Context: an optimization exercise on an open-source flow, tuned for small area and a short achievable clock period. The choices shown serve that exercise and are no tape-out recipe.
No activity file was given, so power comes from the tool's default toggle rates.

==> flow/design.v (excerpt) <==
module pod_cvt (
    input  wire        clk,
    input  wire        rst,
    input  wire        in_valid,
    input  wire [31:0] in_x,        
    input  wire [3:0]  in_dtype,    
    input  wire        in_sr,       
    input  wire [31:0] in_w,        
    output reg         out_valid,
    output reg  [31:0] out_y,       
    output reg         out_nan      
);
Size in the first run: ~7800 µm² of cells after synthesis.
export LEC_CHECK = 0
export ABC_AREA = 1
export CAP_MARGIN = 20
export CORE_MARGIN = 2
export CORE_UTILIZATION = 40
export CTS_BUF_LIST = sky130_fd_sc_hd__clkbuf_8
export SLEW_MARGIN = 20
create_clock -name core_clock -period 18.0 [get_ports {clk}]
standard.sh (not shown) runs the stock make flow with config.mk's settings and CLKGATE_MAP_FILE= SYNTH_SCRIPT=/design/flow/synth_recipe.tcl, a recipe that flattens the netlist after the stock synthesis.
==> flow/flow/run.sh <==
#!/bin/bash
# Own layout flow: ORFS, as standard.sh runs it, with these changes:
#  - synthesis (the same Yosys steps as synth_recipe.tcl, so the registers keep
#    their names and cells) maps the logic with ABC scripts of its own
#    (flow/abc_proc.tcl): the logic feeding the input registers with
#    flow/abc1.script at delay target flow/abc1_delay, the rest with
#    flow/abc.script at flow/abc_delay; Yosys's full-adder extraction is off
#    (ADDER_MAP_FILE empty) so that ABC sees all of the logic;
#  - ports are buffered (the same buffer_ports step) with the cell named in
#    flow/port_buffer;
#  - the layout steps get the make variables in flow/make_vars, if any
#    (optimisation settings such as repair_timing's setup margin).
# Each tool's output goes to a log of its own in this folder.
set -euo pipefail
W=$(pwd)
F=$W/flow
export OWN_ABC_D=$(cat $F/abc_delay)
export OWN_ABC_SCRIPT=$W/own_abc.script
sed "s/{D}/-D $OWN_ABC_D/g" $F/abc.script > $OWN_ABC_SCRIPT
if [[ -f $F/abc1.script ]]; then
  export OWN_ABC1_D=$(cat $F/abc1_delay)
  export OWN_ABC1_SCRIPT=$W/own_abc1.script
  sed "s/{D}/-D $OWN_ABC1_D/g" $F/abc1.script > $OWN_ABC1_SCRIPT
fi
{ head -n 1 $W/synth_recipe.tcl; cat $F/abc_proc.tcl; tail -n +2 $W/synth_recipe.tcl; } > $W/own_synth.tcl
SYN=SYNTH_SCRIPT=$W/own_synth.tcl
# the knobs standard.sh passes on make's command line
KNOBS=$(sed -n 's/^make .*CLKGATE_MAP_FILE= [^ ]* \(.*\) "\${@:-finish}"$/\1/p' $W/standard.sh)
BUF=$(cat $F/port_buffer 2>/dev/null || echo sky130_fd_sc_hd__buf_1)
# extra make variables for the layout steps (optimisation effort only)
EXTRA=$(cat $F/make_vars 2>/dev/null | tr '\n' ' ' || true)
MK="make -C $FLOW_HOME DESIGN_CONFIG=$W/config.mk WORK_HOME=$W/orfs CLKGATE_MAP_FILE="
eval "$MK $SYN $KNOBS ADDER_MAP_FILE= synth" > $W/log_synth.txt 2>&1
eval "$MK $SYN $KNOBS $EXTRA BUFFER_PORTS_ARGS=\"-buffer_cell $BUF\" finish" > $W/log_layout.txt 2>&1
R=$W/orfs/results/$FLOW_PLATFORM/pod_cvt/base
: # left out here: write the final layout as DEF
Other scripts of this flow, unchanged in this note and not shown: flow/flow/abc.script, flow/flow/abc1.script, flow/flow/abc1_delay, flow/flow/abc_delay, flow/flow/abc_proc.tcl, flow/flow/make_vars, flow/flow/port_buffer
Edit:
--- a/flow/design.v
+++ b/flow/design.v
@@ -45,48 +45,48 @@
         if (a_e4) s = nrm_e4 ? 6'd28 : s_e4;
         if (a_e5) s = nrm_h  ? 6'd29 : s_e5;
         if (a_f4) s = nrm_f4 ? 6'd30 : s_f4;
     end
     reg        r_valid;
     reg [23:0] r_sig;
     reg        r_sgn;
     reg [5:0]  r_s;
     reg        r_mnz;
     reg [7:0]  r_ex;
     reg [31:0] r_w;
-    reg [3:0]  r_dt;
+    reg [9:0]  r_ty;      
     reg        r_sr;
     always @(posedge clk) begin
         if (rst)
             r_valid <= 1'b0;
         else
             r_valid <= in_valid;
         r_sig  <= {enz, in_x[22:0]};
         r_sgn  <= in_x[31];
         r_s    <= s;
         r_mnz  <= mnz;
         r_ex   <= ex;
         r_w    <= in_w;
-        r_dt   <= in_dtype;
+        r_ty   <= {a_i32, a_bf, a_h, a_e5, a_e4, a_f4, a_u16, a_u8, a_i8, a_i4};
         r_sr   <= in_sr;
     end
-    wire t_i4  = (r_dt == 4'd0);
-    wire t_i8  = (r_dt == 4'd1);
-    wire t_u8  = (r_dt == 4'd2);
-    wire t_u16 = (r_dt == 4'd3);
-    wire t_f4  = (r_dt == 4'd4);
-    wire t_e4  = (r_dt == 4'd5);
-    wire t_e5  = (r_dt == 4'd6);
-    wire t_h   = (r_dt == 4'd7);
-    wire t_bf  = (r_dt == 4'd8);
-    wire t_i32 = (r_dt == 4'd10);
+    wire t_i4  = r_ty[0];
+    wire t_i8  = r_ty[1];
+    wire t_u8  = r_ty[2];
+    wire t_u16 = r_ty[3];
+    wire t_f4  = r_ty[4];
+    wire t_e4  = r_ty[5];
+    wire t_e5  = r_ty[6];
+    wire t_h   = r_ty[7];
+    wire t_bf  = r_ty[8];
+    wire t_i32 = r_ty[9];
     wire isint = t_i4 | t_i8 | t_u8 | t_u16 | t_i32;
     wire isflt = t_f4 | t_e4 | t_e5 | t_h | t_bf;
     wire sgn   = r_sgn;
     wire [7:0] rx1   = {r_ex[7:1], r_ex[0] | ~(|r_ex)};
     wire       r_eff = &r_ex;
     wire       r_nan = r_eff & r_mnz;
     wire       r_inf = r_eff & ~r_mnz;
     reg        r_zero;   
     reg        r_nrm;    
     reg        eovf;     
     always @(*) begin
@@ -163,28 +163,28 @@
     wire o3  = (r_ex >= 8'd130);
     wire o31 = (r_ex >= 8'd158);
     wire a3  = &n[2:0];
     wire a7  = &n[6:0];
     wire a8  = &n[7:0];
     wire a16 = &n[15:0];
     wire sat_i = isint & (r_huge | (~r_zero & ((t_i4  & (o3  | (up & a3)))  |
                                                (t_i8  & (o7  | (up & a7)))  |
                                                (t_u8  & (o8  | (up & a8)))  |
                                                (t_u16 & (o16 | (up & a16))) |
                                                (t_i32 & o31))));
-    wire of_a = t_e4 & (r_ex == 8'd135) & (&n[2:0]);
-    wire of_c = (t_f4 & (r_ex == 8'd129) & n[0]) |
-                (t_e4 & (r_ex == 8'd135) & (&n[2:1])) |
-                (t_e5 & (r_ex == 8'd142) & (&n[1:0])) |
-                (t_h  & (r_ex == 8'd142) & (&n[9:0])) |
-                (t_bf & (r_ex == 8'd254) & (&n[6:0]));
+    wire of_a = (t_e4 & (&t[6:0]));
+    wire of_c = (t_f4 & (&t[2:0])) |
+                (t_e4 & (&t[6:1])) |
+                (t_e5 & (t[6:2] == 5'b11110) & (&t[1:0])) |
+                (t_h  & (t[14:10] == 5'b11110) & (&t[9:0])) |
+                (t_bf & (t[14:7] == 8'hFE) & (&t[6:0]));
     wire ovf_f = isflt & (r_huge | (~r_zero & (of_a | (cin & of_c))));
     wire uneg  = (t_u8 | t_u16) & sgn;
     wire f7  = t_i4 | t_f4 | t_i8 | t_u8 | t_e4 | t_e5;
     wire w15 = t_u16 | t_h | t_bf | t_i32;
     wire keep_any = ~r_nan & ~r_zero & ((isint & ~sat_i & ~uneg) | (isflt & ~ovf_f));
     wire k_2_0   = keep_any & (f7 | w15);
     wire k_3     = keep_any & (t_i4 | t_i8 | t_u8 | t_e4 | t_e5 | w15);
     wire k_6_4   = keep_any & (t_i8 | t_u8 | t_e4 | t_e5 | w15);
     wire k_7     = keep_any & (t_i8 | t_u8 | w15);
     wire k_14_8  = keep_any & w15;
     wire k_15    = keep_any & (t_u16 | t_i32);
Setup slack improved by 270 ps.
Total power increases by 6.7%.
Core utilization drops by 3.4 points.
Register-to-register slack improved by 340 ps.
Die area is higher by 1.0%.
Flip-flop and latch count went up by 6.
Global-route usage decreases by 0.73 points.
First-iteration DRC count falls by 2.3%.
Routed wire length shrinks by 4.5%.
Via count fell by 0.36%.
Count of clock-buffer cells in the layout climbs by 9.
Final area is lower by 4.3%.
No functional check of the RTL was part of any run of this note.

[separate check: timing with driven ports]
The flow's constraints put no driver on any port. The routed layouts listed below were extracted and timed again, unchanged, in two steps.
Step 1, drivers: a clkbuf_16 drives clk and a buf_2 each remaining input, both assumed.
Step 2 times the ports against the registers' clock, not the clock port: input delays grow and output delays shrink by t, the midpoint of the rising clock arrivals with the driver on.
Three values: ideal ports, drivers, drivers and shift; two values: the first two.
run	shift t [ns]	setup slack, ns	worst setup path at the end	worst register clock-pin slew, ns
the first run	0.445	12.616 / 12.616 / 12.576	input to register	0.12 / 0.12
the second run	0.509	12.890 / 12.913 / 12.404	input to register	0.09 / 0.09
After both steps every run listed still meets setup and hold. The setup slack of the second run, which loses most, moves by +0.023 ns with the drivers and by -0.486 ns with both steps.
